Context: an optimization exercise on an open-source flow, tuned for small area and a short achievable clock period. The choices shown serve that exercise and are no tape-out recipe.
In this exercise RTL edits were held to simulation tests only and were not proved equivalent to the original.
Power and IR drop assume default switching activity.

## qos_out_arb
module qos_out_arb (
    input  wire        clk,
    input  wire        rst,           
    input  wire [17:0] cfg_level,     
    input  wire [71:0] cfg_weight,    
    input  wire [7:0]  cfg_starve,    
    input  wire        arb_en,        
    input  wire [9:0]  req,           
    input  wire [35:0] req_cells,     
    output wire        gnt_valid,
    output wire [3:0]  gnt_id,
    output wire [15:0] starve_promotions
);
Size in the first run: about 170 I/O pins, about 13000 sq um of cells after synthesis.
export LEC_CHECK = 0
export CAP_MARGIN = 20
export CORE_MARGIN = 2
export CORE_UTILIZATION = 55
export PLACE_DENSITY = 0.7
export SLEW_MARGIN = 20
create_clock -name core_clock -period 26.0 [get_ports {clk}]
standard.sh (not shown) runs the stock make flow with config.mk's settings and CLKGATE_MAP_FILE= SYNTH_SCRIPT=/design/flow/synth_recipe.tcl, a recipe that flattens the netlist after the stock synthesis.
==> flow/flow/run.sh <==
#!/bin/bash
# The standard layout with these changes:
# * synthesis maps the logic with flow/area.abc, an area-oriented ABC script
#   (flow/synth.tcl is synth_recipe.tcl with the abc call pointed at it), and
#   leaves adders to ABC instead of mapping them to full-adder cells first;
#   the registers come out of the same steps as in the standard synthesis;
# * each port gets a plain buf_1 instead of the delay buffer buffer_ports picks,
#   and after global placement flow/upsize_ports.tcl makes the buffers of the
#   ports on the request-to-grant path buf_4 (inputs) and buf_2 (outputs);
# * clock tree synthesis uses smaller clock buffers and no dummy loads.
set -uo pipefail
F=$PWD/flow
export MY_ABC_SCRIPT=$F/area.abc
export BUFFER_PORTS_ARGS="-buffer_cell sky130_fd_sc_hd__buf_1"
export POST_GLOBAL_PLACE_TCL=$F/upsize_ports.tcl
export CTS_ARGS="-sink_clustering_enable -repair_clock_nets -dont_use_dummy_load -buf_list {sky130_fd_sc_hd__clkbuf_8} -sink_clustering_size 12 -sink_clustering_max_diameter 80"
export SETUP_SLACK_MARGIN=13.9
bash standard.sh SYNTH_SCRIPT=$F/synth.tcl ADDER_MAP_FILE= finish > standard.log 2>&1
==> flow/flow/area.abc <==
strash
dc2
&get -n
&dch -f
&nf -R 1000
&put
topo
stime -c
==> flow/flow/synth.tcl <==
proc synth {args} { yosys synth -nofsm -noshare {*}$args }
proc abc {args} {
  set i [lsearch -exact $args -script]
  if {$i >= 0 && [info exists ::env(MY_ABC_SCRIPT)]} { lset args [expr {$i + 1}] $::env(MY_ABC_SCRIPT) }
  yosys abc {*}$args
}
source $::env(SCRIPTS_DIR)/synth.tcl
# left out here: clear keep_hierarchy, flatten, clean up, hide names made inside functions, write 1_2_yosys.v
==> flow/flow/upsize_ports.tcl <==
# Port buffers start as buf_1; the ports on the request-to-grant path get stronger ones.
set block [ord::get_db_block]
foreach bterm [$block getBTerms] {
  set name [$bterm getName]
  if {[regexp {^(req\[\d+\]|arb_en)$} $name]} {
    set cell sky130_fd_sc_hd__buf_4
  } elseif {[regexp {^(gnt_id\[\d+\]|gnt_valid)$} $name]} {
    set cell sky130_fd_sc_hd__buf_2
  } else {
    continue
  }
  set net [$bterm getNet]
  foreach iterm [$net getITerms] {
    set inst [$iterm getInst]
    if {[string match "sky130_fd_sc_hd__buf_*" [[$inst getMaster] getName]]} {
      replace_cell [$inst getName] $cell
    }
  }
}
Edit:
--- a/flow/flow/run.sh
+++ b/flow/flow/run.sh
@@ -17 +17 @@
-export SETUP_SLACK_MARGIN=13.9
+export SETUP_SLACK_MARGIN=14.2
- CORE_UTILIZATION: 55 -> 40
- PLACE_DENSITY: 0.7 -> 0.6
Result:
- The changed run finished clean
- register-to-register slack gets better by 20 ps
- cell area went up by 3.3%
- power increases by 1.7%
- die area went up by 36%
Edit:
--- a/flow/flow/run.sh
+++ b/flow/flow/run.sh
@@ -17 +16,0 @@
-export SETUP_SLACK_MARGIN=14.2
- CORE_UTILIZATION: 40 -> 65
- PLACE_DENSITY: 0.6 -> 0.75
Outcome: The new run produced a clean layout; synthesized area stays the same; via count goes up by 2.0%; final cell count fell by 8.3%; die area goes down by 38%; routed wire length went down by 7.7%; design area went down by 5.5%; core utilization goes up by 26 points; non-clock buffer count is lower by 39; global-route usage went up by 13 points; worst hold slack is better by 3.4 ps; register-to-register slack gains 40 ps.
Edit:
--- a/flow/flow/run.sh
+++ b/flow/flow/run.sh
@@ -16,0 +17 @@
+export GPL_TIMING_DRIVEN=0
- CORE_UTILIZATION: 65 -> 40
- PLACE_DENSITY: 0.75 -> 0.6
After rerunning:
- The new run went through all stages and came out clean
- register-to-register slack degrades by 290 ps
- critical path depth stays the same
- routed wire length falls by 1.1%
- clock power is about the same
- global-route usage falls by 15 points

* * *

== oak ==
qos_out_arb, a different RTL version from the one above (not shown whole).
Size in the first run: ~250 flip-flops, roughly 13000 sq um of cells after synthesis.
Settings: LEC_CHECK=0, CAP_MARGIN=20, CORE_MARGIN=2, CORE_UTILIZATION=55, PLACE_DENSITY=0.7, SLEW_MARGIN=20; clock period 26.0 ns.
==> flow/flow/run.sh <==
#!/bin/bash
# The standard layout with these changes:
# * synthesis maps the logic with flow/area.abc, an area-oriented ABC script
#   (flow/synth.tcl is synth_recipe.tcl with the abc call pointed at it), and
#   leaves adders to ABC instead of mapping them to full-adder cells first;
#   the module qos_out_arb_pick (the choice, no registers) is kept apart
#   until after ABC, so its logic is mapped on its own, and then flattened
#   as in the standard synthesis; the registers come out of the same steps
#   as in the standard synthesis;
# * each port gets a plain buf_1 instead of the delay buffer buffer_ports picks,
#   and after global placement flow/upsize_ports.tcl makes the buffers of the
#   ports on the request-to-grant path buf_4 (inputs) and buf_2 (outputs);
# * clock tree synthesis uses smaller clock buffers and no dummy loads.
set -uo pipefail
F=$PWD/flow
export MY_ABC_SCRIPT=$F/area.abc
export MY_ABC_PICK_SCRIPT=$F/area.abc
export SYNTH_KEEP_MODULES=qos_out_arb_pick
export BUFFER_PORTS_ARGS="-buffer_cell sky130_fd_sc_hd__buf_1"
export POST_GLOBAL_PLACE_TCL=$F/upsize_ports.tcl
export CTS_ARGS="-sink_clustering_enable -repair_clock_nets -dont_use_dummy_load -buf_list {sky130_fd_sc_hd__clkbuf_4} -sink_clustering_size 8 -sink_clustering_max_diameter 60"
bash standard.sh SYNTH_SCRIPT=$F/synth.tcl ADDER_MAP_FILE= finish > standard.log 2>&1
==> flow/flow/synth.tcl <==
proc synth {args} { yosys synth -nofsm -noshare {*}$args }
proc abc {args} {
  set i [lsearch -exact $args -script]
  set a_pick $args
  lset a_pick [expr {$i + 1}] $::env(MY_ABC_PICK_SCRIPT)
  set a_rest $args
  lset a_rest [expr {$i + 1}] $::env(MY_ABC_SCRIPT)
  yosys abc {*}$a_pick qos_out_arb_pick
  yosys abc {*}$a_rest qos_out_arb
}
source $::env(SCRIPTS_DIR)/synth.tcl
# left out here: clear keep_hierarchy, flatten, clean up, hide names made inside functions, write 1_2_yosys.v
Scripts as last shown in full above: flow/flow/area.abc, flow/flow/upsize_ports.tcl
## Diff of input files: pine against oak
diff --git a/flow/flow/run.sh b/flow/flow/run.sh
--- a/flow/flow/run.sh
+++ b/flow/flow/run.sh
@@ -6,5 +6,5 @@
 #   the module qos_out_arb_pick (the choice, no registers) is kept apart
-#   until after ABC, so its logic is mapped on its own, and then flattened
-#   as in the standard synthesis; the registers come out of the same steps
-#   as in the standard synthesis;
+#   until after ABC, so its logic is mapped on its own, for delay with
+#   flow/pick.abc, and then flattened as in the standard synthesis; the
+#   registers come out of the same steps as in the standard synthesis;
 # * each port gets a plain buf_1 instead of the delay buffer buffer_ports picks,
@@ -16,3 +16,3 @@
 export MY_ABC_SCRIPT=$F/area.abc
-export MY_ABC_PICK_SCRIPT=$F/area.abc
+export MY_ABC_PICK_SCRIPT=$F/pick.abc
 export SYNTH_KEEP_MODULES=qos_out_arb_pick
==> flow/flow/pick.abc (new file) <==
strash
dc2
&get -n
&dch -f
&nf
&put
topo
stime -c
--- outcome ---
- pine: instance area at placement higher than oak
- Any difference in number of fill cells in the layout between pine and oak is small enough to ignore.
- In the reports for pine and oak, the smaller antenna diode count belongs to pine.
- Relative to oak, the power density over the cells measured on pine has decreased slightly.
- Going from oak to pine, power after layout shrank slightly.
- Diff oak -> pine | multi-input gate share of total cell area | increase of 0.68 points
- Looking at placed wire-length estimate, pine sits 2.5% higher than oak does.
- oak was smaller in final cell area than pine.
- On clock power, the lower figure sits with pine, not oak.
Changes in birch relative to pine:
diff --git a/flow/flow/run.sh b/flow/flow/run.sh
--- a/flow/flow/run.sh
+++ b/flow/flow/run.sh
@@ -5,6 +5,7 @@
 #   leaves adders to ABC instead of mapping them to full-adder cells first;
-#   the module qos_out_arb_pick (the choice, no registers) is kept apart
-#   until after ABC, so its logic is mapped on its own, for delay with
-#   flow/pick.abc, and then flattened as in the standard synthesis; the
-#   registers come out of the same steps as in the standard synthesis;
+#   the module qos_out_arb_pick (the choice, no registers) is kept apart,
+#   mapped for delay with flow/pick.abc,
+#   until after ABC, so its logic is mapped on its own, and then flattened
+#   as in the standard synthesis; the registers come out of the same steps
+#   as in the standard synthesis;
 # * each port gets a plain buf_1 instead of the delay buffer buffer_ports picks,
### Flow results
All of pine and birch finish clean.
Global-route usage of pine is on par with birch.
birch -> pine: post-layout instance area delta 0, exact match
Diff pine -> birch: count of multi-input gates level; number of tapcells level; post-cts gate resize count level; synthesized cell count level.
pine -> birch: height of the die delta 0, exact match
Status: met1 routed wirelength after detailed routing parity (pine, birch)
Diff pine..birch | transition at the pin with the smallest max-transition slack | unchanged
As far as final setup violation count goes, pine and birch are indistinguishable; the numbers are identical.
diff inputs: birch => maple
diff --git a/flow/flow/run.sh b/flow/flow/run.sh
--- a/flow/flow/run.sh
+++ b/flow/flow/run.sh
@@ -5,10 +5,9 @@
 #   leaves adders to ABC instead of mapping them to full-adder cells first;
-#   the module qos_out_arb_pick (the choice, no registers) is kept apart,
-#   mapped for delay with flow/pick.abc,
-#   until after ABC, so its logic is mapped on its own, and then flattened
-#   as in the standard synthesis; the registers come out of the same steps
-#   as in the standard synthesis;
+#   the module qos_out_arb_pick (the choice, no registers) is kept apart
+#   until after ABC, so its logic is mapped on its own, for delay with
+#   flow/pick.abc, and then flattened as in the standard synthesis; the
+#   registers come out of the same steps as in the standard synthesis;
 # * each port gets a plain buf_1 instead of the delay buffer buffer_ports picks,
 #   and after global placement flow/upsize_ports.tcl makes the buffers of the
-#   ports on the request-to-grant path buf_4 (inputs) and buf_2 (outputs);
+#   ports on the request-to-grant path buf_8 (inputs) and buf_4 (outputs);
 # * clock tree synthesis uses smaller clock buffers and no dummy loads.
diff --git a/flow/flow/upsize_ports.tcl b/flow/flow/upsize_ports.tcl
--- a/flow/flow/upsize_ports.tcl
+++ b/flow/flow/upsize_ports.tcl
@@ -5,5 +5,5 @@
   if {[regexp {^(req\[\d+\]|arb_en)$} $name]} {
+    set cell sky130_fd_sc_hd__buf_8
+  } elseif {[regexp {^(gnt_id\[\d+\]|gnt_valid)$} $name]} {
     set cell sky130_fd_sc_hd__buf_4
-  } elseif {[regexp {^(gnt_id\[\d+\]|gnt_valid)$} $name]} {
-    set cell sky130_fd_sc_hd__buf_2
   } else {
--- outcome ---
- maple: all stages complete, timing, DRC and antenna checks passed
- maple vs birch — mean routed wirelength per cell rose 0.083 microns.
- Diff maple..birch | clock network fraction of design power | negligible
- HPWL after detailed placement delta (maple -> birch): insignificant
- Wire length of the first global-routing pass in maple vs birch: up 1.5%
- Going from birch to maple, aggregate global-route resource usage grows by 0.48 points.
- Diff birch -> maple: layout cell share with drive strength beyond 1 about even, total wirelength of the detailed-routed design rose 180 microns.

==> static timing again, ports no longer ideal <==
Ports are ideal in the flow. The routed layouts listed here were re-timed in OpenROAD.
Step 1: set_driving_cell puts a clkbuf_16 on clk and a buf_2 on each other input, an assumption about the parent block.
Step 2 times the ports against the registers' clock, not the clock port: input delays grow and output delays shrink by t, the midpoint of the rising clock arrivals with the driver on.
a / b / c = ideal / step 1 / step 2; a / b = the first two.
run | shift t [ns] | setup slack, ns | hold WS [ns] | worst register clock-pin slew, ns
the first run of note 1 | 0.572 | 13.975 / 13.952 / 13.952 | 0.467 / 0.467 / 0.467 | 0.09 / 0.09
the second run of note 1 | 0.588 | 14.167 / 14.121 / 14.122 | 0.467 / 0.467 / 0.467 | 0.09 / 0.09
the third run of note 1 | 0.583 | 13.623 / 13.600 / 13.600 | 0.470 / 0.470 / 0.470 | 0.08 / 0.08
the fourth run of note 1 | 0.561 | 13.116 / 13.069 / 13.069 | 0.460 / 0.460 / 0.460 | 0.08 / 0.08
oak | 0.664 | 13.999 / 13.977 / 13.977 | 0.464 / 0.464 / 0.464 | 0.10 / 0.10
pine | 0.645 | 14.161 / 14.134 / 14.134 | 0.470 / 0.470 / 0.470 | 0.10 / 0.10
birch | 0.645 | 14.161 / 14.134 / 14.134 | 0.470 / 0.470 / 0.470 | 0.10 / 0.10
maple | 0.649 | 14.196 / 14.150 / 14.150 | 0.468 / 0.468 / 0.468 | 0.10 / 0.10
After both steps every run listed still meets setup and hold. The setup slack of the fourth run of note 1, which loses most, moves by -0.047 ns with the drivers and by -0.047 ns with both steps.
